From an optimization exercise on the open Yosys and OpenROAD flow, aimed at small area, a short achievable clock period and few clock cycles; shortcuts taken in it are not production practice. Only simulation tests tie the RTL to the original design; equivalence was not proved. Power figures rest on the tool's default switching activity, not on a simulated workload.

// canopy_fec_rx
module canopy_fec_rx (
    input  wire         clk,
    input  wire         rst,         
    input  wire         start,
    input  wire [30:0]  seed,
    input  wire         in_valid,
    output wire         in_ready,
    input  wire [13:0]  in_trits,
    output reg          out_valid,
    input  wire         out_ready,
    output reg  [9:0]   out_sym,
    output reg          out_era,     
    output reg          out_last,    
    output wire [159:0] out_synd,    
    output reg  [9:0]   out_nera     
);
    wire clr = rst | start;
    reg [13:0] ir_t;
    reg        ir_e;                 
    reg        ir_v;
    reg        rdy;
    assign in_ready = rdy;
    wire       ir_free;              
    wire [1:0] it6 = in_trits[13:12], it5 = in_trits[11:10], it4 = in_trits[9:8];
    wire [1:0] it3 = in_trits[7:6],   it2 = in_trits[5:4],   it1 = in_trits[3:2];
    wire [1:0] it0 = in_trits[1:0];
  ...
clock: 13.0 ns
lec_check: 0
cap_margin: 20
core_margin: 2
core_utilization: 40
slew_margin: 20
standard.sh (not shown) runs the stock make flow with config.mk's settings and CLKGATE_MAP_FILE= SYNTH_SCRIPT=/design/flow/synth_recipe.tcl, a recipe that flattens the netlist after the stock synthesis.
==> flow/flow/run.sh <==
#!/bin/bash
# The standard ORFS layout (the standard.sh: standard synthesis, floorplan,
# placement, CTS, routing), with two changes:
#  - the ports get plain sky130 buf_1 buffers instead of the delay cell that
#    buffer_ports picks by default (every port still gets its buffer);
#  - the resizer's repair_timing aims for 9 ns of setup slack instead of 0, so it
#    also works on paths that already meet the 13 ns clock.
# The SDC (clock period, I/O delays, loads) is the standard flow's, unchanged.
set -euo pipefail
bash standard.sh "BUFFER_PORTS_ARGS=-buffer_cell sky130_fd_sc_hd__buf_1" SETUP_SLACK_MARGIN=9 finish > standard_flow.log 2>&1
Testbench counts at the start, summed over its fixed seeds: cycles 52,248.
Edit:
--- a/flow/design.v
+++ b/flow/design.v
@@ -12,28 +12,21 @@
     output reg          out_era,     
     output reg          out_last,    
     output wire [159:0] out_synd,    
     output reg  [9:0]   out_nera     
 );
     wire clr = rst | start;
     reg [13:0] ir_t;
-    reg        ir_e;                 
     reg        ir_v;
     reg        rdy;
     assign in_ready = rdy;
     wire       ir_free;              
-    wire [1:0] it6 = in_trits[13:12], it5 = in_trits[11:10], it4 = in_trits[9:8];
-    wire [1:0] it3 = in_trits[7:6],   it2 = in_trits[5:4],   it1 = in_trits[3:2];
-    wire [1:0] it0 = in_trits[1:0];
-    wire in_era = it6[1] & it5[1] & (it4[1] | (it4[0] & ((it3 != 2'd0) | (it2[1] & (it1[1] | (it1[0] & it0[1]))))));
-    always @(posedge clk) begin
-        if (ir_free) begin
+    always @(posedge clk) begin
+        if (ir_free)
             ir_t <= in_trits;
-            ir_e <= in_era;
-        end
         ir_v <= ~clr & (in_valid | ~rdy);
     end
     wire dc_1 = ir_t[0] ^ ir_t[2] ^ ir_t[4];
     wire dc_2 = (ir_t[0] & ir_t[2]) | (ir_t[0] & ir_t[4]) | (ir_t[2] & ir_t[4]);
     wire dc_3 = ir_t[6] ^ ir_t[8] ^ ir_t[10];
     wire dc_4 = (ir_t[6] & ir_t[8]) | (ir_t[6] & ir_t[10]) | (ir_t[8] & ir_t[10]);
     wire dc_5 = ir_t[1] ^ (ir_t[2] | ir_t[3]) ^ ir_t[5];
@@ -77,15 +70,15 @@
     wire dc_43 = dc_38 ^ dc_18 ^ dc_19;
     wire dc_44 = (dc_38 & dc_18) | (dc_38 & dc_19) | (dc_18 & dc_19);
     wire dc_45 = dc_42 ^ dc_28 ^ dc_29;
     wire dc_46 = (dc_42 & dc_28) | (dc_42 & dc_29) | (dc_28 & dc_29);
     wire [11:0] dc_ra = {1'b0, ir_t[13], dc_32, dc_44, dc_43, dc_46, dc_45, dc_41, dc_40, dc_39, dc_33, dc_21};
     wire [11:0] dc_rb = {1'b0, 1'b0, ir_t[12], dc_31, 1'b0, dc_37, 1'b0, 1'b0, dc_35, 1'b0, ir_t[13], 1'b0};
     wire [11:0] gval = dc_ra + dc_rb;
-    wire        g_era  = ir_e;
+    wire        g_era  = gval[11];
     wire [10:0] g_bits = g_era ? 11'd0 : gval[10:0];
     reg  [30:0] scr;
     reg  [30:0] scr_next;
     reg  [10:0] key;
     integer b;
     always @(*) begin
         scr_next = scr;
@@ -94,20 +87,20 @@
             scr_next = {scr_next[29:0], key[b]};
         end
     end
     reg [10:0] qd [0:2];
     reg [2:0]  qe;
     reg [2:0]  wp, rp;           
     reg [1:0]  n;                
-    reg [10:0] oh;               
+    reg [3:0]  o;
     wire mv   = ir_v & (n != 2'd3);
     assign ir_free = ~ir_v | (n != 2'd3);
-    wire have = n[1] | (n[0] & (oh[0] | oh[1]));
+    wire have = n[1] | (n[0] & (o[3:1] == 3'd0));
     wire pop  = have & (~out_valid | out_ready);
-    wire drop = pop & ~oh[0];
+    wire drop = pop & (o != 4'd0);
     wire [1:0] n_nx = n + {1'b0, mv} - {1'b0, drop};
     always @(posedge clk) begin
         if (start)
             scr <= seed;
         else if (mv)
             scr <= scr_next;
     end
@@ -118,42 +111,37 @@
                 qd[i] <= g_bits ^ key;
                 qe[i] <= g_era;
             end
     end
     always @(posedge clk) begin
         if (clr) begin
             n   <= 2'd0;
-            oh  <= 11'd1;
+            o   <= 4'd0;
             wp  <= 3'b001;
             rp  <= 3'b001;
             rdy <= 1'b1;
         end else begin
             n   <= n_nx;
             if (pop)
-                oh <= {oh[0], oh[10:1]};
+                o <= (o == 4'd0) ? 4'd10 : o - 4'd1;
             if (mv)
                 wp <= {wp[1:0], wp[2]};
             if (drop)
                 rp <= {rp[1:0], rp[2]};
             rdy <= ~(in_valid | ~rdy) | (n_nx != 2'd3);
         end
     end
     wire [10:0] qa = ({11{rp[0]}} & qd[0]) | ({11{rp[1]}} & qd[1]) | ({11{rp[2]}} & qd[2]);
     wire [10:0] qb = ({11{rp[2]}} & qd[0]) | ({11{rp[0]}} & qd[1]) | ({11{rp[1]}} & qd[2]);
     wire        ea = |(rp & qe);
     wire        eb = |({rp[1:0], rp[2]} & qe);
     wire [21:0] win    = {qa, qb};
-    reg  [9:0]  sym;
-    integer m;
-    always @(*) begin
-        sym = 10'd0;
-        for (m = 0; m < 11; m = m + 1)
-            sym = sym | ({10{oh[m]}} & win[21-m -: 10]);
-    end
-    wire        sym_era = ea | (eb & ~(oh[0] | oh[1]));
+    wire [21:0] win_sh = win << o;
+    wire [9:0]  sym     = win_sh[21:12];
+    wire        sym_era = ea | (eb & (o >= 4'd2));
     function [9:0] gf_mul(input [9:0] a, input [9:0] c);
         integer k;
         reg [9:0] acc;
         reg [9:0] sh;
         begin
             acc = 10'd0;
             sh  = a;
The changed run ran to the end with no violations.
Clock-buffer cell count climbs by 5.
Cell area climbs by 1.0%.
Global-route usage climbs by 0.38 points.
Total power drops by 1.1%.
Critical path depth climbs by 1.
Flip-flop and latch count drops by 8.
Worst hold slack degrades by 0.0041 ns.
Maximum frequency drops by 1.7%.
Clock power drops by 5.7%.
Die area climbs by 0.60%.
Worst setup slack degrades by 0.066 ns.
Testbench counts after the change, summed over its fixed seeds: cycles 52,248.

[static timing again, ports no longer ideal]
Ports are ideal in the flow. The routed layouts listed here were re-timed in OpenROAD. Step 1 sets driving cells, clkbuf_16 on the clock port and buf_2 on the other inputs (assumed; they add their load-dependent delay and slew). Step 2, shift: input delay + t, output delay - t, t = (earliest + latest rising clock arrival at the registers) / 2. This alone moves slack from input paths to output paths. Three values: ideal, step 1, step 2; two values: the first two.
run	shift t [ns]	slack for setup (ns)	worst setup path after step 2	slew at the worst register clock pin (ns)
the first run	0.595	9.099 / 9.083 / 8.599	input to register	0.06 / 0.06
the second run	0.569	9.033 / 9.033 / 8.534	input to register	0.06 / 0.06
After both steps every run listed still meets setup and hold. For the first run, which loses most, drivers alone change the setup slack by -0.016 ns; drivers and shift together by -0.500 ns.
